This is an optimization exercise on Yosys and OpenROAD, whose aim is small area, not a production implementation.
RTL that was checked went through simulation tests only; none was proved equivalent to the original.
Function not checked in runs 3 and 4: the RTL went through the layout flow alone.
Power is estimated from default activity; no workload was simulated.

<file path="flow/flow/run.sh">
#!/bin/bash
# The standard layout (standard.sh), with one change: the buffer that
# every input and output port gets is the platform's smallest buffer,
# sky130_fd_sc_hd__buf_1, instead of the one buffer_ports picks by default.
# The layout's own logs are under orfs/logs; standard.sh's output goes to
# standard_flow.log.
set -euo pipefail
export BUFFER_PORTS_ARGS="-buffer_cell sky130_fd_sc_hd__buf_1"
bash standard.sh > standard_flow.log 2>&1
</file>
<file path="flow/standard.sh">
#!/bin/bash
# synth_recipe.tcl (not shown) runs the flow's synth.tcl, then flattens the netlist and writes it again
# the make line also repeats each setting of config.mk as NAME=value (left out here)
make -C /OpenROAD-flow-scripts/flow DESIGN_CONFIG=/design/flow/config.mk WORK_HOME=/design/flow/orfs CLKGATE_MAP_FILE= SYNTH_SCRIPT=/design/flow/synth_recipe.tcl "${@:-finish}"
</file>
<file path="flow/config.mk">
export PLATFORM = sky130hd
export DESIGN_NAME = pgn_sw_stage
export DESIGN_NICKNAME = pgn_sw_stage
export VERILOG_FILES = /design/flow/design.v
export SDC_FILE = /design/flow/constraint.sdc
export NUM_CORES = 4
export LEC_CHECK = 0
export CAP_MARGIN = 20
export CORE_MARGIN = 2
export CORE_UTILIZATION = 65
export CTS_BUF_LIST = sky130_fd_sc_hd__clkbuf_16
export CTS_CLUSTER_DIAMETER = 80
export CTS_CLUSTER_SIZE = 24
export SLEW_MARGIN = 20
export SYNTH_HIERARCHICAL = 1
export SYNTH_MINIMUM_KEEP_SIZE = 0
</file>
<file path="flow/constraint.sdc">
create_clock -name core_clock -period 6.0 [get_ports {clk}]
set_input_delay 1.2000 -clock core_clock [delete_from_list [all_inputs] [get_ports {clk}]]
set_output_delay 1.2000 -clock core_clock [all_outputs]
set_load 0.01 [all_outputs]
</file>
<file path="flow/design.v">
module pgn_cmp2 (
    input  wire [1:0] a,
    input  wire [1:0] bn,
    input  wire       c,
    output wire       y
);
    wire m = (a[0] & bn[0]) | (a[0] & c) | (bn[0] & c);
    assign y = (a[1] & bn[1]) | (a[1] & m) | (bn[1] & m);
endmodule
module pgn_leg_ctl (
    input  wire       driving,     
    input  wire       rel_edge,    
    input  wire       fp_bnd,
    input  wire [1:0] we,
    input  wire [1:0] lvl,
    input  wire [1:0] req,
    input  wire [1:0] on,
    input  wire       first,
    input  wire [1:0] block,
    input  wire [1:0] cut_here,
    input  wire [1:0] tge,
    input  wire [1:0] gge,
    output wire [1:0] on_n,
    output wire [1:0] req_n,
    output wire       first_n,
    output wire [1:0] block_n,
    output wire       conflict,
    output wire [1:0] edge_n
);
    wire [1:0] new_h = we & lvl & ~req;
    wire conf = new_h[0] & new_h[1] & ~on[0] & ~on[1];
    assign conflict = driving & conf;
    wire [1:0] req_u = (we & lvl) | (~we & req);
    wire [1:0] req_d = conf ? 2'b00 : req_u;
    wire first_d = (new_h[0] & new_h[1]) ? on[1] :
                   new_h[0]              ? req[1] :
                   new_h[1]              ? ~req[0] : first;
    wire [1:0] blk = (block & {2{~fp_bnd}}) | cut_here;
    wire pf0 = req_d[1] & ~on[1] &  first_d;
    wire pf1 = req_d[0] & ~on[0] & ~first_d;
    wire on_ok0 = tge[0] & ~blk[0] & ~on[1] & ~pf0 & gge[1];
    wire on_ok1 = tge[1] & ~blk[1] & ~on[0] & ~pf1 & gge[0];
    wire nx0 = on[0] ? ~(cut_here[0] | (~req_d[0] & tge[0])) : (req_d[0] & on_ok0);
    wire nx1 = on[1] ? ~(cut_here[1] | (~req_d[1] & tge[1])) : (req_d[1] & on_ok1);
    assign on_n    = {2{driving}} & {nx1, nx0};
    assign req_n   = {2{driving}} & req_d;
    assign first_n = driving & first_d;
    assign block_n = {2{driving}} & blk;
    assign edge_n  = (on_n ^ on) | {2{rel_edge}};
endmodule
module pgn_sw_stage (
    input  wire         clk,
    input  wire         rst,
    input  wire         fp_bnd,
    input  wire         fault_clear,
    input  wire [7:0]   rel_in,
    input  wire [7:0]   flt_in,
    input  wire [7:0]   trip_in,
    input  wire [7:0]   hiz_mode,
    input  wire [7:0]   cut_scope,
    input  wire [23:0]  edge_sel,
    input  wire [63:0]  trip_esc,
    input  wire [47:0]  req_we,
    input  wire [47:0]  req_lvl,
    input  wire [127:0] t_on,
    input  wire [127:0] t_off,
    input  wire [287:0] lguard,
    output wire [47:0]  sw_on,
    output wire [47:0]  sw_rel,
    output wire [47:0]  pend,
    output wire [7:0]   latched,
    output wire [63:0]  cut_run,
    output wire [7:0]   cut_now,
    output wire [23:0]  leg_conflict
);
    reg  [7:0]   released_q;
    reg  [7:0]   latch_q;
    reg  [63:0]  cut_run_q;
    reg  [7:0]   cut_seen_q;
    reg  [47:0]  on_q;        
    reg  [47:0]  req_q;       
    reg  [47:0]  block_q;     
    reg  [47:0]  sat_q;       
    reg  [767:0] cnt_q;       
    reg  [23:0]  first_q;     
    reg  [23:0]  conflict_q;
    wire [47:0]  on_d, req_d, block_d, edge_d;
    wire [23:0]  first_d, conflict_d;
    function automatic [15:0] max20(input [15:0] t);
        reg lt;
        begin
            lt = ~(|t[15:5]) & ~(t[4] & (t[3] | t[2]));
            max20 = lt ? 16'd20 : t;
        end
    endfunction
    genvar g, l, c, i;
    generate
        for (g = 0; g < 8; g = g + 1) begin : g_grp
            wire [7:0] cr  = cut_run_q[8*g +: 8];
            wire [7:0] esc = trip_esc[8*g +: 8];
            wire cut_act = trip_in[g] & ~hiz_mode[g] & ~rel_in[g] & ~latch_q[g];
            wire [8:0] crc;
            wire [7:0] crs;
            assign crc[0] = 1'b1;
            for (i = 0; i < 8; i = i + 1) begin : g_cr
                assign crs[i]   = cr[i] ^ crc[i];
                assign crc[i+1] = cr[i] & crc[i];
            end
            wire [7:0] cr_inc = crs | {8{crc[8]}};
            wire [8:0] ec;
            assign ec[0] = 1'b1;
            for (i = 0; i < 8; i = i + 1) begin : g_ec
                assign ec[i+1] = (crs[i] & ~esc[i]) | ((crs[i] | ~esc[i]) & ec[i]);
            end
            wire esc_hit = (|esc) & (crc[8] | ec[8]);
            wire escalate  = fp_bnd & cut_seen_q[g] & esc_hit;
            wire clear_ok  = fault_clear & ~flt_in[g] & ~trip_in[g];
            wire set_latch = ~rel_in[g] & (flt_in[g] | (trip_in[g] & hiz_mode[g]) | escalate);
            wire latch_d   = set_latch | (latch_q[g] & ~clear_ok);
            wire rel_d     = rel_in[g] | latch_d | (released_q[g] & ~fp_bnd);
            wire driving   = ~rel_d;
            wire rel_edge  = rel_d & ~released_q[g];
            wire [7:0] cr_d = clear_ok ? 8'd0 :
                              fp_bnd   ? (cut_seen_q[g] ? cr_inc : 8'd0) : cr;
            always @(posedge clk) begin
                if (rst) begin
                    released_q[g]       <= 1'b1;
                    latch_q[g]          <= 1'b0;
                    cut_run_q[8*g +: 8] <= 8'd0;
                    cut_seen_q[g]       <= 1'b0;
                end else begin
                    released_q[g]       <= rel_d;
                    latch_q[g]          <= latch_d;
                    cut_run_q[8*g +: 8] <= cr_d;
                    cut_seen_q[g]       <= (cut_seen_q[g] & ~fp_bnd) | cut_act;
                end
            end
            wire [2:0]  es  = edge_sel[3*g +: 3];
            wire [15:0] ton = max20(t_on[16*g +: 16]);
            wire [15:0] tof = max20(t_off[16*g +: 16]);
            for (l = 0; l < 3; l = l + 1) begin : g_leg
                localparam integer L  = 3*g + l;    
                localparam integer C0 = 2*L;        
                wire [1:0]  on  = on_q[C0 +: 2];
                wire [1:0]  req = req_q[C0 +: 2];
                wire [1:0]  we  = req_we[C0 +: 2];
                wire [1:0]  lvl = req_lvl[C0 +: 2];
                wire [11:0] lg  = lguard[12*L +: 12];
                wire [15:0] thr_n = ~((on[0] | on[1]) ? ton : tof);
                wire [11:0] lg_n  = ~lg;
                wire [1:0] tge;     
                wire [1:0] gge;     
                for (c = 0; c < 2; c = c + 1) begin : g_c
                    wire [15:0] a = cnt_q[16*(C0+c) +: 16];
                    wire [8:0] rt;
                    assign rt[0] = 1'b1;
                    for (i = 0; i < 8; i = i + 1) begin : g_t
                        pgn_cmp2 u (.a(a[2*i +: 2]), .bn(thr_n[2*i +: 2]), .c(rt[i]), .y(rt[i+1]));
                    end
                    wire ge_t = rt[8];
                    assign tge[c] = sat_q[C0+c] | ge_t;
                    wire [6:0] rg;
                    assign rg[0] = 1'b1;
                    for (i = 0; i < 6; i = i + 1) begin : g_g
                        pgn_cmp2 u (.a(a[2*i +: 2]), .bn(lg_n[2*i +: 2]), .c(rg[i]), .y(rg[i+1]));
                    end
                    assign gge[c] = sat_q[C0+c] | (|a[15:12]) | rg[6];
                end
                wire [1:0] cut_here;
                assign cut_here[0] = cut_act & (~cut_scope[g] | (es == 2*l));
                assign cut_here[1] = cut_act & (~cut_scope[g] | (es == 2*l+1));
                pgn_leg_ctl u_ctl (
                    .driving  (driving), .rel_edge (rel_edge), .fp_bnd (fp_bnd),
                    .we       (we), .lvl (lvl), .req (req), .on (on),
                    .first    (first_q[L]), .block (block_q[C0 +: 2]),
                    .cut_here (cut_here), .tge (tge), .gge (gge),
                    .on_n     (on_d[C0 +: 2]), .req_n (req_d[C0 +: 2]),
                    .first_n  (first_d[L]), .block_n (block_d[C0 +: 2]),
                    .conflict (conflict_d[L]), .edge_n (edge_d[C0 +: 2]));
            end
        end
        for (c = 0; c < 48; c = c + 1) begin : g_ch
            wire [15:0] a = cnt_q[16*c +: 16];
            wire [16:0] cc;
            wire [15:0] cnt_d;
            assign cc[0] = 1'b1;
            for (i = 0; i < 16; i = i + 1) begin : g_b
                assign cc[i+1] = cc[i] & a[i];
            end
            assign cnt_d[0] = edge_d[c] | ~a[0];
            for (i = 1; i < 16; i = i + 1) begin : g_n
                assign cnt_d[i] = ~edge_d[c] & (a[i] ^ cc[i]);
            end
            always @(posedge clk) begin
                cnt_q[16*c +: 16] <= cnt_d;
                sat_q[c] <= rst | (~edge_d[c] & (sat_q[c] | cc[16]));
            end
        end
    endgenerate
    always @(posedge clk) begin
        if (rst) begin
            on_q       <= 48'd0;
            req_q      <= 48'd0;
            block_q    <= 48'd0;
            first_q    <= 24'd0;
            conflict_q <= 24'd0;
        end else begin
            on_q       <= on_d;
            req_q      <= req_d;
            block_q    <= block_d;
            first_q    <= first_d;
            conflict_q <= conflict_d;
        end
    end
    genvar k;
    generate
        for (k = 0; k < 48; k = k + 1) begin : g_out
            assign sw_rel[k] = released_q[k / 6];
        end
    endgenerate
    assign sw_on        = on_q;
    assign pend         = req_q ^ on_q;
    assign latched      = latch_q;
    assign cut_run      = cut_run_q;
    assign cut_now      = cut_seen_q;
    assign leg_conflict = conflict_q;
endmodule
</file>
==> results.txt, run 1 <==
outcome no timing/DRC/antenna violations; Crit-path slowest cell nor4_1; largest stage delay on the critical path ~0.38 ns; PortBufs just over 1000; Internal Power 12.8 mW; Syn Area/Cell 8.04 um2; final number of max-transition violations 0; worst setup margin between 0.4 and 0.5 ns; CTS tree done; largest net degree at the start of global routing just over 80; share of post-route cells with drive strength above 1 around 4.5%; IO Count roughly 1000; most frequent cells in the layout dfxtp_1, nand2_1, buf_1; Worst setup EP type flop; slew of the pin with the lowest slew margin about 1.1 ns; Synth warnings 7; switching power approximately 7.0 mW; clock sinks ~1100; power density cells between 200 and 300 nW/um2; Vias around 71000; Total GRT Usage 41.1%; fillcell total 8622; TritonRoute pass-1 iters 6; TritonCTS Buffers between 50 and 60; average wire per standard cell 20.7 um; type of the worst min-delay path reg -> reg; Bufs on Longest Clock Path 3; CP startpoint kind input pin; minimum clock period around 5.5 ns; worst slack at placement -0.193 ns; final antenna-violating net count 0; sequential share of power between 40% and 50%; combinational share of power 27.5%; fmax 180 MHz; Post-synth top flop dfxtp_1; post-detail-place hpwl 193000 um; crit path max fanout 16; P&R area growth vs syn 12.8%; design area ~79000 um2; arrival time of the worst setup path ~6.2 ns; Hold Crit Start cnt_q[176]$_DFF_P_; crit share post-route between 90% and 100%; number of synthesized flops with an enable pin 0; cell count after synthesis slightly below 9000; CTS Hold Bufs 0; Static Leak between 30 and 40 nW; endpoints failing setup 0; Hold Slack about 0.47 ns; max cap viols 0; worst reg2reg startpoint on_q[46]$_SDFF_PP0_; H-tree levels 2; RSZ-0062 raised after global routing no; register area share after synthesis 31.2%; Async S/R FF share, synth 0%; CP Launch Point t_on[85]; R2R depth 28; Clk pwr share between 20% and 30%; initial DRC count 5799; most common cell after layout, fill and taps aside dfxtp_1; CP Buf/Inv Count 3; worst path required time 6.66 ns; die area 111000 um2; worst hold stages 1; num rows between 100 and 150; CP top delay family compound AO/OA/AOI/OAI gates; Initial Utilization 65.6%; gp weighted congestion 1.02; number of antenna violations at the first check in global routing approximately 100; post-route DRC violation count 0; Worst-Skew Late Latency ~0.72 ns; Die X about 330 um; total power around 20 mW; vias in the first global route approximately 66000; Overflow after GRT 0; Switching Fraction 35.4%; placeable core area 107000 um2; first-pass GRT wire length about 360000 um; cell area after synthesis ~70000 um2; Hold Vio Cnt, Final 0; Levels on crit path 30; maximum vdd drop between 300 and 400 uV; count of cell types in the netlist 75; Setup Crit Path Kind in -> reg; TNS Setup 0 ns; DP Area 77200 um2; clock skew between 0.02 and 0.025 ns; Die Ht approximately 330 um; clk slew on worst S/H paths 0.09 ns; via-per-instance ratio 6.15; #FFs+latches synth between 1000 and 1500; clock root cell clkbuf_16; most used cell, CP o21ai_1; final net count 11562; Routed WL approximately 240000 um; Rel. slew slack 27.3%
routing by layer:
layer	vias up	wire, um	track usage [%]	part of all wire (%)
met5	-	264	0	0.11
met4	44	18700	28.9	7.8
met3	844	23700	11.6	9.9
met2	3205	108000	67.3	45
met1	32749	87900	46.1	37
li1	34057	-	-	-
final timing paths:
check,end,slack (ns)
setup / recovery,cnt_q[512]$_DFF_P_,0.46
hold / removal,cnt_q[176]$_DFF_P_,0.47
setup reg to reg,cnt_q[748]$_DFF_P_,0.70
hold reg to reg,cnt_q[176]$_DFF_P_,0.47
what timing repair did:
action | CTS | global route
endpoints found under the setup margin | 0 | 90
buffers inserted | 0 | 1
resized for setup | 0 | 6
endpoints found under the hold margin | 0 | 0
power groups by stage:
stage               registers [mW]  clock network (mW)  logic, mW
global placement              9.77                   0       5.00
detailed placement            9.86                   0       5.33
floorplan                     9.47                   0       3.92
finish                        9.74                4.68       5.46
global route                  9.91                4.97       6.17
CTS                           9.69                4.73       5.38
cell families (layout without fill, tap and decap cells):
kind of cell,Yosys count,count (layout),share of synthesized area (%)
and+or+nand+nor,2971,2971,22.1
AOI/OAI and AO/OA,2852,2852,23.3
buffers and inverters,638,1744,3.69
muxes,342,342,4.97
adders and majority gates,791,791,14.1
other,1,273,0.00533
DFF,1096,1096,31.2
xor gates and xnor gates,48,48,0.598
modules after synthesis, one instance, submodules excluded:
module	flip-flops and latches	times used	cells inside	cell area, um2
pgn_cmp2	0	672	4	20.0
pgn_sw_stage	1096	1	4947	50100
pgn_leg_ctl	0	24	46	279
final cells by class:
type / instances / area, um2 / share of cell area, %
clock buffer: 61 / 1530 / 1.92
timing repair buffer: 1226 / 5410 / 6.82
inverter: 427 / 1610 / 2.02
multi-input combinational: 7196 / 46500 / 58.7
antenna: 81 / 203 / 0.256
sequential: 1096 / 21900 / 27.7
clock inverter: 30 / 317 / 0.399
tap: 1403 / 1760 / 2.21
Yosys cell counts, types with 48 or more instances:
cell / number / area, um2
a21oi_1: 911 / 4560
clkbuf_1: 129 / 484
nor4_1: 113 / 707
a31oi_1: 80 / 500
o22ai_1: 677 / 4240
nand3b_1: 70 / 526
mux2_2: 54 / 608
a211o_1: 48 / 420
xor2_1: 48 / 420
mux2i_1: 288 / 2880
dfxtp_1: 1096 / 21900
o21ai_1: 721 / 3610
o211ai_1: 61 / 458
a21o_1: 53 / 398
nand2b_1: 76 / 475
o21a_1: 50 / 375
ha_1: 784 / 9810
inv_1: 427 / 1600
nand2_1: 1046 / 3930
nor2b_1: 989 / 6190
or2_2: 55 / 344
o21ai_0: 119 / 596
nor2_1: 325 / 1220
registers in the layout (all words and copies together) (netlist names):
signal      flops
block_q        48
cnt_q         768
conflict_q     24
cut_run_q      64
cut_seen_q      8
first_q        24
latch_q         8
on_q           48
released_q      8
req_q          48
sat_q          48
metrics by stage:
step	cells	util (%)
after detailed placement	11347	72.0
final	11520	74.0
after CTS	11438	73.7
after global placement	11347	72.0
after global routing	11508	73.9
after floorplan	8930	-
==> inputs of run 2 (changes only) <==
--- a/flow/design.v
+++ b/flow/design.v
@@ -5,6 +5,14 @@
     output wire       y
 );
     wire m = (a[0] & bn[0]) | (a[0] & c) | (bn[0] & c);
+    assign y = (a[1] & bn[1]) | (a[1] & m) | (bn[1] & m);
+endmodule
+module pgn_cmp2s (
+    input  wire [1:0] a,
+    input  wire [1:0] bn,
+    output wire       y
+);
+    wire m = a[0] | bn[0];
     assign y = (a[1] & bn[1]) | (a[1] & m) | (bn[1] & m);
 endmodule
 module pgn_leg_ctl (
@@ -152,16 +160,16 @@
                 wire [1:0] gge;     
                 for (c = 0; c < 2; c = c + 1) begin : g_c
                     wire [15:0] a = cnt_q[16*(C0+c) +: 16];
-                    wire [8:0] rt;
-                    assign rt[0] = 1'b1;
-                    for (i = 0; i < 8; i = i + 1) begin : g_t
+                    wire [8:1] rt;
+                    pgn_cmp2s u_t0 (.a(a[1:0]), .bn(thr_n[1:0]), .y(rt[1]));
+                    for (i = 1; i < 8; i = i + 1) begin : g_t
                         pgn_cmp2 u (.a(a[2*i +: 2]), .bn(thr_n[2*i +: 2]), .c(rt[i]), .y(rt[i+1]));
                     end
                     wire ge_t = rt[8];
                     assign tge[c] = sat_q[C0+c] | ge_t;
-                    wire [6:0] rg;
-                    assign rg[0] = 1'b1;
-                    for (i = 0; i < 6; i = i + 1) begin : g_g
+                    wire [6:1] rg;
+                    pgn_cmp2s u_g0 (.a(a[1:0]), .bn(lg_n[1:0]), .y(rg[1]));
+                    for (i = 1; i < 6; i = i + 1) begin : g_g
                         pgn_cmp2 u (.a(a[2*i +: 2]), .bn(lg_n[2*i +: 2]), .c(rg[i]), .y(rg[i+1]));
                     end
                     assign gge[c] = sat_q[C0+c] | (|a[15:12]) | rg[6];
==> run 2 against run 1 <==
Cell count fell by 1.1%. Combinational power decreased by 2%. Register-to-register slack got worse by 0.06 ns. Sequential share of layout area rose by 0.077 points. Critical path type unchanged. Critical endpoint is now sat_q[15]$_DFF_P_. Largest power group unchanged. Highest routed layer unchanged.
==> results.txt, run 2 <==
die area 110000 um2 (was 111000 um2); Rel. slew slack 25.4% (was 27.3%); max cap viols 0 (unchanged); CTS Hold Bufs 0 (unchanged); Synth top area share 31.4% (was 31.2%); Worst-Skew Late Latency 0.74 ns (was 0.72 ns); register area share after synthesis 31.4% (was 31.2%); clock skew 0.0560 ns (was 0.0208 ns); minimum clock period 5.63 ns (was 5.54 ns); TritonRoute pass-1 iters 6 (unchanged); Worst setup EP type flop (unchanged); clock sinks 1096 (unchanged); #FFs+latches synth 1096 (unchanged); gp weighted congestion 1.02 (about the same); Overflow after GRT 0 (unchanged); number of synthesized flops with an enable pin 0 (unchanged); area of the multi-input gates 45700 um2 (was 46500 um2); maximum vdd drop 255 uV (was 306 uV); endpoints failing setup 0 (unchanged); Total GRT Usage 40.6% (was 41.1%); Die Ht 332 um (was 333 um); first-pass GRT wire length 358000 um (was 361000 um); Hold Path End cnt_q[704]$_DFF_P_ (was cnt_q[176]$_DFF_P_); type of the worst min-delay path reg -> reg (unchanged); power density cells 246 nW/um2 (was 251 nW/um2); Vias 70602 (was 70899); top cells by area, synth dfxtp_1, ha_1, nor2b_1, a21oi_1, nand2_1 (was dfxtp_1, ha_1, nor2b_1, a21oi_1, o22ai_1); final antenna-violating net count 0 (unchanged); cell count after synthesis 8705 (was 8739); TritonCTS Buffers 57 (was 59); worst path required time 6.59 ns (was 6.66 ns); Async S/R FF share, synth 0% (unchanged); RSZ-0062 raised after global routing yes (was no); number of antenna violations at the first check in global routing 94 (was 101); initial DRC count 6108 (was 5799); fin cells 11392 (was 11520); largest stage delay on the critical path 0.33 ns (was 0.38 ns); Die X 332 um (was 333 um); crit path max fanout 17 (was 16); fmax 178 MHz (was 180 MHz); clk slew on worst S/H paths 0.09 ns (about the same); outcome no timing/DRC/antenna violations (unchanged); setup slack, reg-to-reg 0.64 ns (was 0.70 ns); Hold Vio Cnt, Final 0 (unchanged); largest registers cnt_q: 768 flops, cut_run_q: 64 flops (unchanged); fillcell total 8538 (was 8622); register bank with the most flops cnt_q (unchanged); Synth warnings 7 (unchanged); most used cell, CP o21ai_1 (unchanged); Post-synth top flop dfxtp_1 (unchanged); most common cell after layout, fill and taps aside dfxtp_1 (unchanged); Syn Area/Cell 8.03 um2 (was 8.04 um2); r2r endpoint sat_q[2]$_DFF_P_ (was cnt_q[748]$_DFF_P_); H-tree levels 2 (unchanged); placeable core area 107000 um2 (about the same); top post-synthesis cells by count dfxtp_1, nand2_1, nor2b_1, a21oi_1, ha_1 (unchanged); Seq. cell area 21900 um2 (unchanged); num rows 120 (unchanged); slew of the pin with the lowest slew margin 1.12 ns (was 1.09 ns); Hold Crit Start cnt_q[704]$_DFF_P_ (was cnt_q[176]$_DFF_P_); Largest register FFs 768 (unchanged); vias in the first global route 65996 (was 66136); P&R area growth vs syn 13.2% (was 12.8%); worst reg2reg startpoint on_q[2]$_SDFF_PP0_ (was on_q[46]$_SDFF_PP0_); worst hold stages 1 (unchanged); Bufs on Longest Clock Path 3 (unchanged); crit share post-route 93.8% (was 92.4%); Crit-path slowest cell nor4_2 (was nor4_1); most frequent cells in the layout dfxtp_1, nand2_1, buf_1 (unchanged); R2R depth 29 (was 28); final number of max-transition violations 0 (unchanged); final net count 11430 (was 11562); CP startpoint kind input pin (unchanged); share of post-route cells with drive strength above 1 5.03% (was 4.50%); count of cell types in the netlist 64 (was 75); Routed WL 236000 um (was 239000 um); Hold Slack 0.460 ns (was 0.473 ns); Initial Utilization 65.4% (was 65.6%); Yosys top cell by area dfxtp_1 (unchanged); PortBufs 1019 (unchanged); via-per-instance ratio 6.20 (was 6.15); TNS Setup 0 ns (unchanged); post-detail-place hpwl 191000 um (was 193000 um); IO Count 1020 (unchanged); CP Launch Point t_on[37] (was t_on[85]); average wire per standard cell 20.7 um (about the same); Cells after DPL 11216 (was 11347); largest net degree at the start of global routing 76 (was 82); Setup Crit Path Kind in -> reg (unchanged); post-route DRC violation count 0 (unchanged); arrival time of the worst setup path 6.22 ns (was 6.20 ns); most instantiated library cell after synthesis dfxtp_1 (unchanged); CTS tree done (unchanged); Static Leak 36.8 nW (was 37.0 nW); clock root cell clkbuf_16 (unchanged); cell area after synthesis 69900 um2 (was 70300 um2)
-- run 2: cell count changes in the layout (fill, tap and decap cells not counted), moves of 85 or more --
cell | before | now
a21oi_1 | 911 | 808
buf_4 | 205 | 290
conb_1 | 192 | 0
o21ai_1 | 721 | 628
o22ai_1 | 677 | 582
o31ai_1 | 2 | 121
-- run 2: kinds of logic after synthesis --
logic type               count (synthesis)  share of synthesized area [%]
AND/OR/NAND/NOR                       3030                           22.5
AO/OA/AOI/OAI                         2807                           23.6
flip-flops                            1096                           31.4
adder cells (fa/ha/maj)                793                           14.2
buffers and inverters                  643                           3.67
multiplexers                           288                           4.13
XOR/XNOR                                48                          0.602
-- run 2: power by group --
group / internal (mW) / switching [mW]
clock: 1.90 / 2.64
sequential: 8.26 / 1.30
combinational: 2.43 / 2.90
total: 12.6 / 6.84
-- run 2: cell type report --
class,instances,share of cell area (%)
clock buffer,57,1.80
clock inverter,27,0.373
multi-input combinational,6966,57.8
inverter,436,2.07
sequential,1096,27.7
tap,1403,2.22
antenna,90,0.285
timing repair buffer,1317,7.75
-- run 2: timing repair --
item	in CTS	in global routing
setup buffers	0	0
endpoints found under the setup margin	0	733
gates resized for setup	0	56
-- run 2: per-module statistics from Yosys, one instance, submodules excluded --
| module | times used | area [um2] |
|---|---|---|
| pgn_sw_stage | 1 | 50100 |
| pgn_leg_ctl | 24 | 279 |
| pgn_cmp2s | 96 | 16.3 |
| pgn_cmp2 | 576 | 20.0 |
-- run 2: worst max-delay path: cells and delay by family --
kind	cells	cell delay (ns)
AOI/OAI and AO/OA	19	2.82
and+or+nand+nor	8	1.30
buffers and inverters	5	0.89
-- run 2: metrics by stage --
step                total power [mW]  utilization, %  instance area (um2)  setup WS (ns)
floorplan                       13.1               -                69900          0.135
global placement                14.5            71.9                76800         -0.368
detailed placement              14.9            71.9                76800         -0.507
CTS                             19.3            73.5                78500          0.221
global route                    20.6            73.9                79000        -0.0413
finish                          19.4            74.0                79100          0.371
-- run 2: how the worst max path moves through the flow --
stage / endpoint / slack [ns] / cells after the start
finish: sat_q[15]$_DFF_P_ / 0.37 / 32
global route: cnt_q[195]$_DFF_P_ / -0.04 / 32
CTS: cnt_q[415]$_DFF_P_ / 0.22 / 31
detailed placement: sat_q[24]$_DFF_P_ / -0.51 / 30
global placement: cnt_q[402]$_DFF_P_ / -0.37 / 31
floorplan: sat_q[12]$_DFF_P_ / 0.14 / 28
-- run 2: metal layers --
metal | vias to the layer above | global-route usage, % | part of all wire, %
li1 | 33903 | - | -
met1 | 32760 | 46.8 | 38
met2 | 3118 | 66.2 | 45
met3 | 793 | 10.1 | 9.5
met4 | 28 | 28.8 | 7.7
met5 | - | 0 | 0.084
==> inputs of run 3 (changes only) <==
--- a/flow/design.v
+++ b/flow/design.v
@@ -88,6 +88,7 @@
     reg  [47:0]  on_q;        
     reg  [47:0]  req_q;       
     reg  [47:0]  block_q;     
+    reg  [47:0]  ed_q;        
     reg  [47:0]  sat_q;       
     reg  [767:0] cnt_q;       
     reg  [23:0]  first_q;     
@@ -156,6 +157,7 @@
                 wire [11:0] lg  = lguard[12*L +: 12];
                 wire [15:0] thr_n = ~((on[0] | on[1]) ? ton : tof);
                 wire [11:0] lg_n  = ~lg;
+                wire        lg_le1 = ~|lg[11:1];    
                 wire [1:0] tge;     
                 wire [1:0] gge;     
                 for (c = 0; c < 2; c = c + 1) begin : g_c
@@ -166,13 +168,13 @@
                         pgn_cmp2 u (.a(a[2*i +: 2]), .bn(thr_n[2*i +: 2]), .c(rt[i]), .y(rt[i+1]));
                     end
                     wire ge_t = rt[8];
-                    assign tge[c] = sat_q[C0+c] | ge_t;
+                    assign tge[c] = ~ed_q[C0+c] & (sat_q[C0+c] | ge_t);
                     wire [6:1] rg;
                     pgn_cmp2s u_g0 (.a(a[1:0]), .bn(lg_n[1:0]), .y(rg[1]));
                     for (i = 1; i < 6; i = i + 1) begin : g_g
                         pgn_cmp2 u (.a(a[2*i +: 2]), .bn(lg_n[2*i +: 2]), .c(rg[i]), .y(rg[i+1]));
                     end
-                    assign gge[c] = sat_q[C0+c] | (|a[15:12]) | rg[6];
+                    assign gge[c] = ed_q[C0+c] ? lg_le1 : (sat_q[C0+c] | (|a[15:12]) | rg[6]);
                 end
                 wire [1:0] cut_here;
                 assign cut_here[0] = cut_act & (~cut_scope[g] | (es == 2*l));
@@ -195,13 +197,20 @@
             for (i = 0; i < 16; i = i + 1) begin : g_b
                 assign cc[i+1] = cc[i] & a[i];
             end
-            assign cnt_d[0] = edge_d[c] | ~a[0];
-            for (i = 1; i < 16; i = i + 1) begin : g_n
-                assign cnt_d[i] = ~edge_d[c] & (a[i] ^ cc[i]);
+            assign cnt_d[0] = ~ed_q[c] & ~a[0];
+            assign cnt_d[1] = ed_q[c] | (a[1] ^ cc[1]);
+            for (i = 2; i < 16; i = i + 1) begin : g_n
+                assign cnt_d[i] = ~ed_q[c] & (a[i] ^ cc[i]);
             end
             always @(posedge clk) begin
                 cnt_q[16*c +: 16] <= cnt_d;
-                sat_q[c] <= rst | (~edge_d[c] & (sat_q[c] | cc[16]));
+                if (rst) begin
+                    ed_q[c]  <= 1'b0;
+                    sat_q[c] <= 1'b1;
+                end else begin
+                    ed_q[c]  <= edge_d[c];
+                    sat_q[c] <= ~edge_d[c] & ~ed_q[c] & (sat_q[c] | cc[16]);
+                end
             end
         end
     endgenerate
==> run 3 against run 2 <==
Still clean on timing, DRC and antenna. Setup slack worse by 0.072 ns. Register-to-register slack improved by 0.07 ns. Via count grew 4.1%. Cell area increased by 1.8%. Sequential power grew 8%. Clock skew fell by 0.029 ns. Critical path type unchanged.
==> results.txt, run 3 <==
register bank with the most flops cnt_q (unchanged); final number of max-transition violations 0 (unchanged); CP startpoint kind input pin (unchanged); Switching Fraction 35.5% (was 35.2%); P&R area growth vs syn 12.0% (was 13.2%); arrival time of the worst setup path 6.30 ns (was 6.22 ns); #FFs+latches synth 1144 (was 1096); Overflow after GRT 0 (unchanged); Vias 73473 (was 70602); Internal Power 13.5 mW (was 12.6 mW); Routed WL 252000 um (was 236000 um); cell area after synthesis 71900 um2 (was 69900 um2); largest stage delay on the critical path 0.34 ns (was 0.33 ns); number of synthesized flops with an enable pin 0 (unchanged); Initial Utilization 65.8% (was 65.4%); endpoints failing setup 0 (unchanged); clock root cell clkbuf_16 (unchanged); first-pass GRT wire length 376000 um (was 358000 um); Total GRT Usage 42.3% (was 40.6%); clk slew on worst S/H paths 0.10 ns (was 0.09 ns); Die X 337 um (was 332 um); TritonCTS Buffers 60 (was 57); register area share after synthesis 31.9% (was 31.4%); Cells after DPL 11422 (was 11216); PortBufs 1019 (unchanged); initial DRC count 7094 (was 6108); most used cell, CP o21ai_1 (unchanged); worst reg2reg startpoint on_q[7]$_SDFF_PP0_ (was on_q[2]$_SDFF_PP0_); switching power 7.45 mW (was 6.84 mW); worst slack at placement -0.420 ns (was -0.507 ns); Die Ht 337 um (was 332 um); cell count after synthesis 8962 (was 8705); gp weighted congestion 1.09 (was 1.02); worst path required time 6.60 ns (was 6.59 ns); Hold Crit Start cnt_q[688]$_DFF_P_ (was cnt_q[704]$_DFF_P_); combinational share of power 27.8% (was 27.4%); via-per-instance ratio 6.33 (was 6.20); average wire per standard cell 21.7 um (was 20.7 um); RSZ-0062 raised after global routing yes (unchanged); most common cell after layout, fill and taps aside dfxtp_1 (unchanged); largest registers cnt_q: 768 flops, cut_run_q: 64 flops (unchanged); H-tree levels 2 (unchanged); slew of the pin with the lowest slew margin 1.13 ns (was 1.12 ns); design area 80500 um2 (was 79100 um2); Rel. slew slack 25.0% (was 25.4%); Largest register FFs 768 (unchanged); Yosys top cell by area dfxtp_1 (unchanged); count of cell types in the netlist 58 (was 64); Crit-path slowest cell nor4_2 (unchanged); IO Count 1020 (unchanged); fin cells 11602 (was 11392); DP Area 78100 um2 (was 76800 um2); crit path max fanout 8 (was 17); Synth warnings 7 (unchanged); top post-synthesis cells by count dfxtp_1, nand2_1, nor2b_1, a21oi_1, ha_1 (unchanged); maximum vdd drop 320 uV (was 255 uV); post-detail-place hpwl 201000 um (was 191000 um); total power 21.0 mW (was 19.4 mW); Hold Vio Cnt, Final 0 (unchanged); fillcell total 8771 (was 8538); area of the multi-input gates 46500 um2 (was 45700 um2); Bufs on Longest Clock Path 3 (unchanged); number of antenna violations at the first check in global routing 105 (was 94); sequential share of power 49.2% (about the same); share of post-route cells with drive strength above 1 4.28% (was 5.03%); type of the worst min-delay path reg -> reg (unchanged); setup slack, reg-to-reg 0.71 ns (was 0.64 ns); top cells by area, synth dfxtp_1, ha_1, nor2b_1, a21oi_1, nand2_1 (unchanged); vias in the first global route 67763 (was 65996); TNS Setup 0 ns (unchanged); power density cells 260 nW/um2 (was 246 nW/um2); r2r endpoint sat_q[6]$_SDFF_PP1_ (was sat_q[2]$_DFF_P_); die area 113000 um2 (was 110000 um2); Worst setup EP type flop (unchanged); Seq. cell area 22900 um2 (was 21900 um2); Syn Area/Cell 8.02 um2 (was 8.03 um2); final net count 11565 (was 11430); minimum clock period 5.70 ns (was 5.63 ns); post-route DRC violation count 0 (unchanged); Async S/R FF share, synth 0% (unchanged); CTS tree done (unchanged); Synth top area share 31.9% (was 31.4%); crit share post-route 95.0% (was 93.8%); outcome no timing/DRC/antenna violations (unchanged); max cap viols 0 (unchanged); clock sinks 1144 (was 1096); TritonRoute pass-1 iters 8 (was 6); Post-synth top flop dfxtp_1 (unchanged); CTS Hold Bufs 0 (unchanged); largest net degree at the start of global routing 74 (was 76); Clk pwr share 23.0% (was 23.4%); R2R depth 28 (was 29); placeable core area 109000 um2 (was 107000 um2); worst hold stages 1 (unchanged); Static Leak 37.1 nW (was 36.8 nW); final antenna-violating net count 0 (unchanged); Hold Path End cnt_q[688]$_DFF_P_ (was cnt_q[704]$_DFF_P_); clock skew 0.0273 ns (was 0.0560 ns); most frequent cells in the layout dfxtp_1, nand2_1, buf_1 (unchanged); num rows 121 (was 120); worst setup margin 0.299 ns (was 0.371 ns); most instantiated library cell after synthesis dfxtp_1 (unchanged); Setup Crit Path Kind in -> reg (unchanged); fmax 175 MHz (was 178 MHz); Worst-Skew Late Latency 0.74 ns (about the same)
[run 3: cells by family after synthesis]
kind of cell | count (synthesis) | share of synthesized area, %
AO/OA/AOI/OAI | 2850 | 23.2
XOR/XNOR | 48 | 0.585
flip-flops | 1144 | 31.9
multiplexers | 288 | 4.01
buffers and inverters | 694 | 3.83
AND/OR/NAND/NOR | 3144 | 22.7
adder cells (fa/ha/maj) | 794 | 13.8
[run 3: final cells by class]
cell class                      instances  area share (%)
Multi-Input combinational cell       7124            57.8
Sequential cell                      1144            28.4
Clock inverter                         27           0.401
Timing Repair Buffer                 1236            6.80
Tap cell                             1476            2.29
Clock buffer                           62            1.93
Inverter                              443            2.07
Antenna cell                           90           0.280
[run 3: repair_timing]
| item | in CTS | in global routing |
|---|---|---|
| setup buffers | 0 | 1 |
| endpoints found under the setup margin | 0 | 70 |
| gates resized for setup | 0 | 48 |
[run 3: critical path: cells and delay by family]
kind | cells | cell delay (ns)
compound gates | 18 | 2.98
buf+inv | 4 | 0.73
simple gates | 8 | 1.36
[run 3: worst max path at each step]
stage / slack [ns] / startpoint / endpoint / depth (start not counted)
6_report: 0.30 / t_on[85] / sat_q[33]$_SDFF_PP1_ / 30
3_5_place_dp: -0.42 / t_on[74] / sat_q[24]$_SDFF_PP1_ / 31
2_1_floorplan: 0.60 / t_on[40] / sat_q[12]$_SDFF_PP1_ / 28
3_3_place_gp: -0.28 / t_on[69] / sat_q[24]$_SDFF_PP1_ / 31
4_1_cts: 0.30 / t_on[74] / sat_q[24]$_SDFF_PP1_ / 31
5_1_grt: -0.07 / t_on[85] / sat_q[33]$_SDFF_PP1_ / 30
[run 3: metal layers]
layer | share of wire (%) | vias up | GRT usage (%)
met5 | 0.13 | - | 0
li1 | - | 34707 | -
met3 | 11 | 903 | 12.5
met2 | 44 | 3507 | 66.8
met4 | 7.6 | 42 | 29.1
met1 | 37 | 34314 | 49.4
[run 3: Yosys stat by module (local to each module, per instance)]
module	cells	area (um2)
pgn_leg_ctl	46	279
pgn_cmp2s	3	16.3
pgn_cmp2	4	20.0
pgn_sw_stage	5266	52100
[run 3: through the flow]
step	util, %	hold slack [ns]
floorplan	-	0.432
global placement	71.5	0.445
detailed placement	71.5	0.460
CTS	73.2	0.480
global route	73.6	0.499
finish	73.7	0.483
[run 3: power by group through the flow]
stage | clock network (mW) | registers, mW | logic (mW)
2_1_floorplan | 0 | 9.96 | 4.18
3_3_place_gp | 0 | 10.3 | 5.29
3_5_place_dp | 0 | 10.4 | 5.64
4_1_cts | 4.88 | 10.2 | 5.70
5_1_grt | 5.13 | 10.5 | 6.62
6_report | 4.83 | 10.3 | 5.83
==> inputs of run 4 (changes only) <==
--- a/flow/design.v
+++ b/flow/design.v
@@ -95,13 +95,6 @@
     reg  [23:0]  conflict_q;
     wire [47:0]  on_d, req_d, block_d, edge_d;
     wire [23:0]  first_d, conflict_d;
-    function automatic [15:0] max20(input [15:0] t);
-        reg lt;
-        begin
-            lt = ~(|t[15:5]) & ~(t[4] & (t[3] | t[2]));
-            max20 = lt ? 16'd20 : t;
-        end
-    endfunction
     genvar g, l, c, i;
     generate
         for (g = 0; g < 8; g = g + 1) begin : g_grp
@@ -145,8 +138,8 @@
                 end
             end
             wire [2:0]  es  = edge_sel[3*g +: 3];
-            wire [15:0] ton = max20(t_on[16*g +: 16]);
-            wire [15:0] tof = max20(t_off[16*g +: 16]);
+            wire [15:0] ton = t_on[16*g +: 16];
+            wire [15:0] tof = t_off[16*g +: 16];
             for (l = 0; l < 3; l = l + 1) begin : g_leg
                 localparam integer L  = 3*g + l;    
                 localparam integer C0 = 2*L;        
@@ -168,7 +161,8 @@
                         pgn_cmp2 u (.a(a[2*i +: 2]), .bn(thr_n[2*i +: 2]), .c(rt[i]), .y(rt[i+1]));
                     end
                     wire ge_t = rt[8];
-                    assign tge[c] = ~ed_q[C0+c] & (sat_q[C0+c] | ge_t);
+                    wire min20 = (|a[15:5]) | (a[4] & (a[3] | a[2]));
+                    assign tge[c] = ~ed_q[C0+c] & (sat_q[C0+c] | (min20 & ge_t));
                     wire [6:1] rg;
                     pgn_cmp2s u_g0 (.a(a[1:0]), .bn(lg_n[1:0]), .y(rg[1]));
                     for (i = 1; i < 6; i = i + 1) begin : g_g
==> run 4 against run 3 <==
Combinational power rose by 5.0%. Setup slack improved by 0.52 ns. Via count fell by 1.8%. Sequential power barely moved. Clock power fell by 3%. Core utilization fell by 1.7 points. Critical path depth fell by 4.
==> results.txt, run 4 <==
register area share after synthesis 31.7% (was 31.9%); power density cells 269 nW/um2 (was 260 nW/um2); count of cell types in the netlist 63 (was 58); Die Ht 337 um (about the same); gp weighted congestion 1.05 (was 1.09); worst hold stages 1 (unchanged); Syn Area/Cell 8.13 um2 (was 8.02 um2); arrival time of the worst setup path 5.75 ns (was 6.30 ns); fmax 193 MHz (was 175 MHz); outcome no timing/DRC/antenna violations (unchanged); design area 79500 um2 (was 80500 um2); minimum clock period 5.18 ns (was 5.70 ns); Static Leak 36.9 nW (was 37.1 nW); share of post-route cells with drive strength above 1 2.49% (was 4.28%); Overflow after GRT 0 (unchanged); Yosys top cell by area dfxtp_1 (unchanged); P&R area growth vs syn 9.93% (was 12.0%); placeable core area 111000 um2 (was 109000 um2); met1 usage 46.3% (was 49.4%); Routed WL 246000 um (was 252000 um); most frequent cells in the layout dfxtp_1, buf_1, nor2b_1 (was dfxtp_1, nand2_1, buf_1); Bufs on Longest Clock Path 3 (unchanged); top post-synthesis cells by count dfxtp_1, nor2b_1, nand2_1, a21oi_1, ha_1 (was dfxtp_1, nand2_1, nor2b_1, a21oi_1, ha_1); Worst setup EP type flop (unchanged); largest net degree at the start of global routing 163 (was 74); setup slack, reg-to-reg 0.82 ns (was 0.71 ns); CTS Hold Bufs 0 (unchanged); Worst-Skew Late Latency 0.73 ns (was 0.74 ns); r2r endpoint sat_q[36]$_SDFF_PP1_ (was sat_q[6]$_SDFF_PP1_); H-tree levels 2 (unchanged); Async S/R FF share, synth 0% (unchanged); Initial Utilization 65.4% (was 65.8%); crit path max fanout 16 (was 8); number of synthesized flops with an enable pin 0 (unchanged); type of the worst min-delay path reg -> reg (unchanged); TritonCTS Buffers 60 (unchanged); Hold Path End cnt_q[352]$_DFF_P_ (was cnt_q[688]$_DFF_P_); CP Buf/Inv Count 1 (was 4); via-per-instance ratio 6.33 (about the same); post-CTS setup buffer count 0 (unchanged); Crit-path slowest cell mux2i_1 (was nor4_2); CP startpoint kind flop (was input pin); CP top delay family compound AO/OA/AOI/OAI gates (unchanged); CTS tree done (unchanged); register bank with the most flops cnt_q (unchanged); initial DRC count 6391 (was 7094); die area 114000 um2 (was 113000 um2); Rel. slew slack 16.4% (was 25.0%); first-pass GRT wire length 366000 um (was 376000 um); Post-synth top flop dfxtp_1 (unchanged); R2R depth 26 (was 28); cell area after synthesis 72300 um2 (was 71900 um2); global routing's busiest layer met2 (unchanged); CP Launch Point on_q[36]$_SDFF_PP0_ (was t_on[85]); post-CTS sizing 0 (unchanged); Synth warnings 7 (unchanged); combinational share of power 28.6% (was 27.8%); post-route DRC violation count 0 (unchanged); crit share post-route 86.3% (was 95.0%); number of antenna violations at the first check in global routing 119 (was 105); TritonRoute pass-1 iters 6 (was 8); RSZ-0062 raised after global routing no (was yes); num rows 122 (was 121); worst setup margin 0.823 ns (was 0.299 ns); worst reg2reg startpoint on_q[36]$_SDFF_PP0_ (was on_q[7]$_SDFF_PP0_); final antenna-violating net count 0 (unchanged); average wire per standard cell 21.6 um (was 21.7 um); TNS Setup 0 ns (unchanged); maximum vdd drop 384 uV (was 320 uV); Vias 72179 (was 73473); post-detail-place hpwl 198000 um (was 201000 um); clock sinks 1144 (unchanged); Hold Vio Cnt, Final 0 (unchanged); Clk pwr share 21.8% (was 23.0%); switching power 7.83 mW (was 7.45 mW); final net count 11340 (was 11565); cell count after synthesis 8897 (was 8962); clock skew 0.0262 ns (was 0.0273 ns); Die X 337 um (about the same); worst slack at placement 0.667 ns (was -0.420 ns); Hold Crit Start cnt_q[352]$_DFF_P_ (was cnt_q[688]$_DFF_P_); Levels on crit path 26 (was 30); Total GRT Usage 41.0% (was 42.3%); #FFs+latches synth 1144 (unchanged); largest registers cnt_q: 768 flops, cut_run_q: 64 flops (unchanged); PortBufs 1019 (unchanged); IO Count 1020 (unchanged); vias in the first global route 65981 (was 67763); clock root cell clkbuf_16 (unchanged); Switching Fraction 36.6% (was 35.5%); largest stage delay on the critical path 0.58 ns (was 0.34 ns); top cells by area, synth dfxtp_1, ha_1, nor2b_1, a21oi_1, mux2i_1 (was dfxtp_1, ha_1, nor2b_1, a21oi_1, nand2_1); final number of max-transition violations 0 (unchanged); Synth top area share 31.7% (was 31.9%); most instantiated library cell after synthesis dfxtp_1 (unchanged); worst path required time 6.57 ns (was 6.60 ns); GR Layer Usage met3 14.4% (was 12.5%); clk slew on worst S/H paths 0.09 ns (was 0.10 ns); endpoints failing setup 0 (unchanged); Internal Power 13.6 mW (was 13.5 mW); Setup Crit Path Kind reg -> reg (was in -> reg); slew of the pin with the lowest slew margin 1.25 ns (was 1.13 ns); DP Area 77400 um2 (was 78100 um2); most used cell, CP o21ai_1 (unchanged); most common cell after layout, fill and taps aside dfxtp_1 (unchanged); Largest register FFs 768 (unchanged); max cap viols 0 (unchanged); sequential share of power 49.6% (was 49.2%); met2 GRT Util 65.3% (was 66.8%)
## run 4: cell count changes after synthesis, sizes merged, moves of 24 or more
cell   change
nand4     +42
nand2     -81
a22oi     +44
nor2     -118
or4       -46
mux2i    +120
inv       -24
a31oi     -78
nor3      +85
## run 4: worst register-to-register path: cells and delay by family (launching register included)
kind                   cells  cell delay (ns)
flip-flops                 1             0.44
multiplexers               1             0.59
AND/OR/NAND/NOR            4             0.68
buffers and inverters      1             0.29
AO/OA/AOI/OAI             20             3.05
## run 4: cells by family (layout without fill, tap and decap cells)
logic type | Yosys count | after routing | synth area share, %
adder cells (fa/ha/maj) | 804 | 804 | 13.9
AO/OA/AOI/OAI | 2804 | 2804 | 22.6
AND/OR/NAND/NOR | 3015 | 3015 | 21.9
other | 0 | 95 | 0
XOR/XNOR | 48 | 48 | 0.582
multiplexers | 408 | 408 | 5.65
buffers and inverters | 674 | 1592 | 3.71
flip-flops | 1144 | 1144 | 31.7
## run 4: per-layer routing
layer,vias to the layer above,part of all wire (%)
li1,34335,-
met5,-,0.17
met2,3297,44
met3,867,11
met1,33614,37
met4,66,7.4
## run 4: final cells by class
class	instances	area, um2
Tap cell	1488	1860
Clock buffer	61	1530
Clock inverter	32	278
Sequential cell	1144	22900
Inverter	420	1580
Timing Repair Buffer	1079	4310
Fill cell	9118	31000
Antenna cell	95	238
Multi-Input combinational cell	7079	46800
## run 4: worst max-delay path by stage
stage,end,slack [ns]
global placement,sat_q[36]$_SDFF_PP1_,0.78
finish,sat_q[36]$_SDFF_PP1_,0.82
detailed placement,sat_q[36]$_SDFF_PP1_,0.67
CTS,sat_q[44]$_SDFF_PP1_,1.02
global route,sat_q[36]$_SDFF_PP1_,0.37
floorplan,sat_q[32]$_SDFF_PP1_,1.35
## run 4: power by group through the flow
stage,clock network [mW],registers (mW),logic (mW)
2_1_floorplan,0,10.1,4.55
3_3_place_gp,0,10.6,5.61
3_5_place_dp,0,10.7,5.96
4_1_cts,4.72,10.6,6.03
5_1_grt,4.98,10.8,6.93
6_report,4.67,10.6,6.12
## run 4: through the flow
stage               instances  util (%)  power, mW  hold WS (ns)
floorplan                8897         -       14.7         0.432
global placement        11210      70.1       16.3         0.447
detailed placement      11210      70.1       16.7         0.456
CTS                     11303      71.7       21.3         0.477
global route            11371      71.8       22.7         0.500
finish                  11398      71.9       21.4         0.477
## run 4: modules after synthesis, one instance, submodules excluded
module	cell area [um2]	flops+latches	times used	cells inside
pgn_cmp2	20.0	0	576	4
pgn_cmp2s	16.3	0	96	3
pgn_sw_stage	52500	1144	1	5201
pgn_leg_ctl	279	0	24	46
==> inputs of run 5 (changes only) <==
--- a/flow/design.v
+++ b/flow/design.v
@@ -88,7 +88,6 @@
     reg  [47:0]  on_q;        
     reg  [47:0]  req_q;       
     reg  [47:0]  block_q;     
-    reg  [47:0]  ed_q;        
     reg  [47:0]  sat_q;       
     reg  [767:0] cnt_q;       
     reg  [23:0]  first_q;     
@@ -150,7 +149,6 @@
                 wire [11:0] lg  = lguard[12*L +: 12];
                 wire [15:0] thr_n = ~((on[0] | on[1]) ? ton : tof);
                 wire [11:0] lg_n  = ~lg;
-                wire        lg_le1 = ~|lg[11:1];    
                 wire [1:0] tge;     
                 wire [1:0] gge;     
                 for (c = 0; c < 2; c = c + 1) begin : g_c
@@ -162,13 +160,13 @@
                     end
                     wire ge_t = rt[8];
                     wire min20 = (|a[15:5]) | (a[4] & (a[3] | a[2]));
-                    assign tge[c] = ~ed_q[C0+c] & (sat_q[C0+c] | (min20 & ge_t));
+                    assign tge[c] = sat_q[C0+c] | (min20 & ge_t);
                     wire [6:1] rg;
                     pgn_cmp2s u_g0 (.a(a[1:0]), .bn(lg_n[1:0]), .y(rg[1]));
                     for (i = 1; i < 6; i = i + 1) begin : g_g
                         pgn_cmp2 u (.a(a[2*i +: 2]), .bn(lg_n[2*i +: 2]), .c(rg[i]), .y(rg[i+1]));
                     end
-                    assign gge[c] = ed_q[C0+c] ? lg_le1 : (sat_q[C0+c] | (|a[15:12]) | rg[6]);
+                    assign gge[c] = sat_q[C0+c] | (|a[15:12]) | rg[6];
                 end
                 wire [1:0] cut_here;
                 assign cut_here[0] = cut_act & (~cut_scope[g] | (es == 2*l));
@@ -191,20 +189,13 @@
             for (i = 0; i < 16; i = i + 1) begin : g_b
                 assign cc[i+1] = cc[i] & a[i];
             end
-            assign cnt_d[0] = ~ed_q[c] & ~a[0];
-            assign cnt_d[1] = ed_q[c] | (a[1] ^ cc[1]);
-            for (i = 2; i < 16; i = i + 1) begin : g_n
-                assign cnt_d[i] = ~ed_q[c] & (a[i] ^ cc[i]);
+            assign cnt_d[0] = edge_d[c] | ~a[0];
+            for (i = 1; i < 16; i = i + 1) begin : g_n
+                assign cnt_d[i] = ~edge_d[c] & (a[i] ^ cc[i]);
             end
             always @(posedge clk) begin
                 cnt_q[16*c +: 16] <= cnt_d;
-                if (rst) begin
-                    ed_q[c]  <= 1'b0;
-                    sat_q[c] <= 1'b1;
-                end else begin
-                    ed_q[c]  <= edge_d[c];
-                    sat_q[c] <= ~edge_d[c] & ~ed_q[c] & (sat_q[c] | cc[16]);
-                end
+                sat_q[c] <= rst | (~edge_d[c] & (sat_q[c] | cc[16]));
             end
         end
     endgenerate
--- a/flow/config.mk
+++ b/flow/config.mk
@@ -7,7 +7,7 @@
 export LEC_CHECK = 0
 export CAP_MARGIN = 20
 export CORE_MARGIN = 2
-export CORE_UTILIZATION = 65
+export CORE_UTILIZATION = 72
 export CTS_BUF_LIST = sky130_fd_sc_hd__clkbuf_16
 export CTS_CLUSTER_DIAMETER = 80
 export CTS_CLUSTER_SIZE = 24
==> run 5 against run 4 <==
Register-to-register slack worse by 0.32 ns. Clock-buffer cell count is 4 lower. Sequential power is 6% lower. Sequential share of layout area is 0.49 points lower. Synthesized cell count is 3.1% lower. Die area is 12% lower. Routed wire length is 0.35% lower. Clock power is 5.8% lower. First-iteration DRC count is 25% higher. Hold slack worse by 0.012 ns. Critical path type unchanged.
==> results.txt, run 5 <==
most instantiated library cell after synthesis dfxtp_1 (unchanged); IO Count 1020 (unchanged); post-route DRC violation count 0 (unchanged); Cells after DPL 10811 (was 11210); clock skew 0.0373 ns (was 0.0262 ns); endpoints failing setup 0 (unchanged); power density cells 259 nW/um2 (was 269 nW/um2); cell count after synthesis 8624 (was 8897); Post-synth top flop dfxtp_1 (unchanged); Die X 316 um (was 337 um); largest registers cnt_q: 768 flops, cut_run_q: 64 flops (unchanged); #FFs+latches synth 1096 (was 1144); type of the worst min-delay path reg -> reg (unchanged); largest net degree at the start of global routing 155 (was 163); PortBufs 1019 (unchanged); Vias 72490 (was 72179); TritonCTS Buffers 56 (was 60); Yosys top cell by area dfxtp_1 (unchanged); Synth top area share 31.2% (was 31.7%); vias in the first global route 66960 (was 65981); Synth warnings 7 (unchanged); average wire per standard cell 22.3 um (was 21.6 um); Routed WL 245000 um (was 246000 um); placeable core area 96700 um2 (was 111000 um2); TritonRoute pass-1 iters 8 (was 6); H-tree levels 2 (unchanged); DP Area 75500 um2 (was 77400 um2); top post-synthesis cells by count dfxtp_1, nand2_1, nor2b_1, a21oi_1, ha_1 (was dfxtp_1, nor2b_1, nand2_1, a21oi_1, ha_1); CP startpoint kind flop (unchanged); Largest register FFs 768 (unchanged); Overflow after GRT 0 (unchanged); outcome no timing/DRC/antenna violations (unchanged); crit path max fanout 17 (was 16); most frequent cells in the layout dfxtp_1, buf_1, nand2_1 (was dfxtp_1, buf_1, nor2b_1); Async S/R FF share, synth 0% (unchanged); Syn Area/Cell 8.14 um2 (was 8.13 um2); crit share post-route 91.5% (was 86.3%); final number of max-transition violations 0 (unchanged); Static Leak 36.5 nW (was 36.9 nW); Seq. cell area 21900 um2 (was 22900 um2); number of synthesized flops with an enable pin 0 (unchanged); register area share after synthesis 31.2% (was 31.7%); via-per-instance ratio 6.59 (was 6.33); max cap viols 0 (unchanged); post-CTS setup buffer count 0 (unchanged); clock sinks 1096 (was 1144); total power 20.0 mW (was 21.4 mW); register bank with the most flops cnt_q (unchanged); final net count 11150 (was 11340); initial DRC count 7996 (was 6391); final antenna-violating net count 0 (unchanged); fin cells 10994 (was 11398); die area 100000 um2 (was 114000 um2); Rel. slew slack 17.9% (was 16.4%); RSZ-0062 raised after global routing no (unchanged); cell area after synthesis 70200 um2 (was 72300 um2); maximum vdd drop 349 uV (was 384 uV); most common cell after layout, fill and taps aside dfxtp_1 (unchanged); clock root cell clkbuf_16 (unchanged); clk slew on worst S/H paths 0.10 ns (was 0.09 ns); Hold Vio Cnt, Final 0 (unchanged); minimum clock period 5.49 ns (was 5.18 ns); Initial Utilization 72.6% (was 65.4%); number of antenna violations at the first check in global routing 103 (was 119); area of the multi-input gates 45800 um2 (was 46800 um2); num rows 114 (was 122); worst path required time 6.60 ns (was 6.57 ns); gp weighted congestion 1.07 (was 1.05); post-detail-place hpwl 193000 um (was 198000 um); Bufs on Longest Clock Path 3 (unchanged); Total GRT Usage 46.5% (was 41.0%); fmax 182 MHz (was 193 MHz); Final Util 80.1% (was 71.9%); CTS tree done (unchanged); post-CTS sizing 0 (unchanged); count of cell types in the netlist 67 (was 63); top cells by area, synth dfxtp_1, ha_1, nor2b_1, a21oi_1, mux2i_1 (unchanged); Die Ht 316 um (was 337 um); arrival time of the worst setup path 6.09 ns (was 5.75 ns); design area 77500 um2 (was 79500 um2); TNS Setup 0 ns (unchanged); Setup Crit Path Kind reg -> reg (unchanged); fillcell total 6905 (was 9118); P&R area growth vs syn 10.3% (was 9.93%); Worst-Skew Late Latency 0.72 ns (was 0.73 ns); Worst setup EP type flop (unchanged); first-pass GRT wire length 367000 um (was 366000 um); share of post-route cells with drive strength above 1 2.48% (was 2.49%); CTS Hold Bufs 0 (unchanged); slew of the pin with the lowest slew margin 1.23 ns (was 1.25 ns)
[run 5: cell types whose count changed after synthesis, sizes merged, moves of 46 or more]
cell,previous run,this run
nand2b,16,67
clkbuf,205,135
nand2,948,997
or2,72,26
dfxtp,1144,1096
o31ai,151,103
nor2,337,291
a21oi,871,821
a21o,50,100
nor4,182,131
nor3,148,82
[run 5: modules after synthesis, one instance, submodules excluded]
module        cells  area, um2  flops+latches  copies in the design
pgn_sw_stage   4928      50400           1096                     1
pgn_cmp2s         3       16.3              0                    96
pgn_cmp2          4       20.0              0                   576
pgn_leg_ctl      46        279              0                    24
[run 5: power breakdown]
part           total (mW)  leakage [nW]  switching [mW]  internal (mW)
clock                4.40         0.831            2.60           1.80
sequential           9.95          8.93            1.64           8.31
combinational        5.68          26.8            3.10           2.58
[run 5: path summary, 6_finish.rpt]
kind	start	endpoint	slack, ns	cells past startpoint
worst max-delay path	on_q[42]$_SDFF_PP0_	sat_q[42]$_DFF_P_	0.51	24
worst min-delay path	cnt_q[384]$_DFF_P_	cnt_q[384]$_DFF_P_	0.47	1
worst max register to register	on_q[42]$_SDFF_PP0_	sat_q[42]$_DFF_P_	0.51	24
worst min register to register	cnt_q[384]$_DFF_P_	cnt_q[384]$_DFF_P_	0.47	1
[run 5: logic make-up (layout without fill, tap and decap cells)]
kind of cell | Yosys count | after routing | share of synthesized area (%)
and+or+nand+nor | 2872 | 2872 | 21.5
AOI/OAI and AO/OA | 2780 | 2780 | 23.1
DFF | 1096 | 1096 | 31.2
adders and majority gates | 794 | 794 | 14.1
buffers and inverters | 626 | 1623 | 3.63
muxes | 408 | 408 | 5.81
xor gates and xnor gates | 48 | 48 | 0.599
other | 0 | 97 | 0
[run 5: final cells by class]
class / count / share of cell area, %
timing repair buffer: 1117 / 5.95
antenna: 97 / 0.313
clock inverter: 28 / 0.307
inverter: 421 / 2.04
clock buffer: 57 / 1.84
tap: 1276 / 2.06
multi-input combinational: 6902 / 59.2
sequential: 1096 / 28.3
[run 5: stage by stage]
stage / hold slack (ns) / worst slack, ns
finish: 0.465 / 0.507
global route: 0.479 / 0.182
CTS: 0.464 / 0.740
detailed placement: 0.441 / 0.492
global placement: 0.427 / 0.611
floorplan: 0.418 / 1.08
[run 5: per-layer routing]
metal / global-route usage, % / share of wire, % / vias up / wire [um]
li1: - / - / 33420 / -
met1: 52.1 / 35 / 33623 / 85100
met2: 71.7 / 43 / 4152 / 106000
met3: 16.1 / 13 / 1257 / 30700
met4: 37.8 / 9.4 / 38 / 23100
met5: 0.521 / 0.11 / - / 259
[run 5: worst max-delay path, stage by stage (launching register included)]
cell and delay, ns:
dfxtp_1 0.48, nor2_1 0.16, buf_4 0.31, mux2i_1 0.77, o22ai_1 0.20, o21ai_1 0.21
o22ai_1 0.12, o21ai_1 0.20, o22ai_1 0.12, o21ai_1 0.25, o22ai_1 0.13, o21ai_1 0.21
o22ai_1 0.12, o21ai_1 0.17, o22ai_1 0.10, o21ai_1 0.17, o22ai_1 0.10, o21ai_1 0.16
a21o_1 0.20, nor4bb_1 0.35, o2111ai_1 0.17, a21o_1 0.19, a21oi_1 0.12, buf_4 0.24
o21ai_0 0.12
==> inputs of run 6 (changes only) <==
--- a/flow/config.mk
+++ b/flow/config.mk
@@ -7,7 +7,7 @@
 export LEC_CHECK = 0
 export CAP_MARGIN = 20
 export CORE_MARGIN = 2
-export CORE_UTILIZATION = 72
+export CORE_UTILIZATION = 65
 export CTS_BUF_LIST = sky130_fd_sc_hd__clkbuf_16
 export CTS_CLUSTER_DIAMETER = 80
 export CTS_CLUSTER_SIZE = 24
==> run 6 against run 5 <==
Flip-flop and latch count did not move. Clock skew shrank 0.017 ns. Register-to-register slack improved by 0.19 ns. Synthesized cell count unchanged. Hold slack lost 0.0032 ns. Global-route usage is 5.9 points lower. Cell area rose by 0.49%. Routed wire length decreased by 3.8%. Critical endpoint is now sat_q[44]$_DFF_P_. Largest cell class unchanged. Largest power group unchanged.
==> results.txt, run 6 <==
outcome no timing/DRC/antenna violations (unchanged); Worst-Skew Late Latency 0.72 ns (about the same); CTS Hold Bufs 0 (unchanged); worst slack at placement 0.619 ns (was 0.492 ns); routed wl met3 23200 um (was 30700 um); Total GRT Usage 40.6% (was 46.5%); vias in the first global route 64644 (was 66960); CP Launch Point on_q[45]$_SDFF_PP0_ (was on_q[42]$_SDFF_PP0_); CTS tree done (unchanged); most common cell after layout, fill and taps aside dfxtp_1 (unchanged); CP top delay family compound AO/OA/AOI/OAI gates (unchanged); CP Buf/Inv Count 2 (unchanged); max cap viols 0 (unchanged); arrival time of the worst setup path 5.88 ns (was 6.09 ns); average wire per standard cell 21.2 um (was 22.3 um); TritonCTS Buffers 58 (was 56); #FFs+latches synth 1096 (unchanged); largest net degree at the start of global routing 69 (was 155); register area share after synthesis 31.2% (unchanged); die area 111000 um2 (was 100000 um2); clock sinks 1096 (unchanged); TritonRoute pass-1 iters 8 (unchanged); most frequent cells in the layout dfxtp_1, buf_1, nand2_1 (unchanged); power density cells 258 nW/um2 (was 259 nW/um2); type of the worst min-delay path reg -> reg (unchanged); Worst setup EP type flop (unchanged); Hold Vio Cnt, Final 0 (unchanged); Post-synth top flop dfxtp_1 (unchanged); Rel. slew slack 21.6% (was 17.9%); slew of the pin with the lowest slew margin 1.17 ns (was 1.23 ns); IO Count 1020 (unchanged); largest registers cnt_q: 768 flops, cut_run_q: 64 flops (unchanged); TNS Setup 0 ns (unchanged); RSZ-0062 raised after global routing no (unchanged); cell area after synthesis 70200 um2 (unchanged); top routing layer in use met5 (unchanged); initial DRC count 5868 (was 7996); top post-synthesis cells by count dfxtp_1, nand2_1, nor2b_1, a21oi_1, ha_1 (unchanged); post-CTS sizing 0 (unchanged); clock root cell clkbuf_16 (unchanged); Die Ht 333 um (was 316 um); Synth warnings 7 (unchanged); CP startpoint kind flop (unchanged); worst reg2reg startpoint on_q[45]$_SDFF_PP0_ (was on_q[42]$_SDFF_PP0_); number of antenna violations at the first check in global routing 111 (was 103); final net count 11161 (was 11150); placeable core area 107000 um2 (was 96700 um2); Crit-path slowest cell mux2i_1 (unchanged); most instantiated library cell after synthesis dfxtp_1 (unchanged); number of synthesized flops with an enable pin 0 (unchanged); cell count after synthesis 8624 (unchanged); first-pass GRT wire length 356000 um (was 367000 um); maximum vdd drop 310 uV (was 349 uV); gp weighted congestion 1.01 (was 1.07); final number of max-transition violations 0 (unchanged); crit path max fanout 17 (unchanged); clk slew on worst S/H paths 0.10 ns (about the same); Overflow after GRT 0 (unchanged); top cells by area, synth dfxtp_1, ha_1, nor2b_1, a21oi_1, mux2i_1 (unchanged); Hold Slack 0.462 ns (was 0.465 ns); minimum clock period 5.31 ns (was 5.49 ns); share of post-route cells with drive strength above 1 2.70% (was 2.48%); fmax 188 MHz (was 182 MHz); post-route DRC violation count 0 (unchanged); PortBufs 1019 (unchanged); Bufs on Longest Clock Path 3 (unchanged); crit share post-route 88.4% (was 91.5%); Routed WL 236000 um (was 245000 um); H-tree levels 2 (unchanged); via-per-instance ratio 6.29 (was 6.59); Met1 Wirelength 89500 um (was 85100 um); P&R area growth vs syn 10.8% (was 10.3%); count of cell types in the netlist 67 (unchanged); Initial Utilization 65.6% (was 72.6%); register bank with the most flops cnt_q (unchanged); num rows 120 (was 114); Largest register FFs 768 (unchanged); Yosys top cell by area dfxtp_1 (unchanged); Synth top area share 31.2% (unchanged); worst path required time 6.57 ns (was 6.60 ns); met2 routed WL 104000 um (was 106000 um); endpoints failing setup 0 (unchanged); Die X 333 um (was 316 um); final antenna-violating net count 0 (unchanged); largest stage delay on the critical path 0.65 ns (was 0.77 ns); Async S/R FF share, synth 0% (unchanged); clock skew 0.0204 ns (was 0.0373 ns); Hold Crit Start cnt_q[752]$_DFF_P_ (was cnt_q[384]$_DFF_P_); Setup Crit Path Kind reg -> reg (unchanged); worst setup margin 0.693 ns (was 0.507 ns); post-detail-place hpwl 190000 um (was 193000 um); Syn Area/Cell 8.14 um2 (unchanged); Static Leak 36.6 nW (was 36.5 nW); Vias 70083 (was 72490); post-CTS setup buffer count 0 (unchanged)
==> run 6: path summary, 6_finish.rpt <==
path / endpoint / slack [ns] / cells past startpoint
setup / recovery: sat_q[44]$_DFF_P_ / 0.69 / 26
hold / removal: cnt_q[752]$_DFF_P_ / 0.46 / 1
setup reg to reg: sat_q[44]$_DFF_P_ / 0.69 / 26
hold reg to reg: cnt_q[752]$_DFF_P_ / 0.46 / 1
==> run 6: metrics by stage <==
stage / cell area (um2) / std cells / total power [mW] / util, %
floorplan: 70200 / 8624 / 13.6 / -
global placement: 75700 / 10947 / 15.1 / 70.8
detailed placement: 75700 / 10947 / 15.4 / 70.8
CTS: 77600 / 11039 / 20.0 / 72.5
global route: 77800 / 11117 / 21.3 / 72.6
finish: 77800 / 11141 / 20.1 / 72.7
==> run 6: routing by layer <==
metal  vias to the layer above  GRT usage, %
li1                      33460             -
met1                     32684          47.7
met2                      3152          64.9
met3                       743          10.4
met4                        44          28.4
met5                         -             0
==> run 6: per-module statistics from Yosys (local to each module, per instance) <==
module	flip-flops and latches	cell area, um2	cells
pgn_sw_stage	1096	50400	4928
pgn_cmp2	0	20.0	4
pgn_cmp2s	0	16.3	3
pgn_leg_ctl	0	279	46
==> run 6: logic make-up after synthesis <==
group	after synthesis	synth area share, %
and+or+nand+nor	2872	21.5
AOI/OAI and AO/OA	2780	23.1
DFF	1096	31.2
adders and majority gates	794	14.1
buffers and inverters	626	3.63
muxes	408	5.81
xor gates and xnor gates	48	0.599
==> run 6: report_power, final <==
part | internal, mW | switching [mW]
Sequential | 8.31 | 1.57
Combinational | 2.56 | 2.99
Clock | 1.97 | 2.66
==> run 6: layout make-up <==
type                       instances  area [um2]
clock inverter                    31         299
antenna                          101         253
multi-input combinational       6902       45800
timing repair buffer            1126        4650
inverter                         421        1580
fill                            8626       29200
clock buffer                      61        1530
sequential                      1096       21900
tap                             1403        1760

separate check: timing with driven ports:
No port has a modelled driver above. Below, the same layouts with a new extraction and two added sets of constraints.
Step 1 sets driving cells, clkbuf_16 on the clock port and buf_2 on the other inputs (assumed; they add their load-dependent delay and slew).
Step 2 also shifts input and output timing later by t, the mid clock arrival at the registers, as if the neighbouring blocks saw the same clock.
a / b / c = ideal ports / drivers / drivers and shift; a / b = the first two.
run | shift t [ns] | setup WS [ns] | worst hold slack (ns) | worst register clock-pin slew, ns
run 1 | 0.791 | 0.458 / 0.517 / -0.274 | 0.473 / 0.473 / 0.473 | 0.10 / 0.10
run 2 | 0.796 | 0.371 / 0.437 / -0.359 | 0.460 / 0.460 / 0.460 | 0.11 / 0.11
run 3 | 0.809 | 0.299 / 0.363 / -0.447 | 0.483 / 0.483 / 0.483 | 0.10 / 0.10
run 4 | 0.800 | 0.823 / 0.823 / 0.464 | 0.477 / 0.477 / 0.477 | 0.11 / 0.11
run 5 | 0.772 | 0.507 / 0.507 / 0.199 | 0.465 / 0.465 / 0.465 | 0.10 / 0.10
run 6 | 0.794 | 0.693 / 0.693 / 0.334 | 0.462 / 0.462 / 0.462 | 0.10 / 0.10
Met with ideal ports but missed after step 2: setup timing in run 1, run 2 and run 3. The setup slack of run 3, which loses most, moves by +0.064 ns with the drivers and by -0.746 ns with both steps.
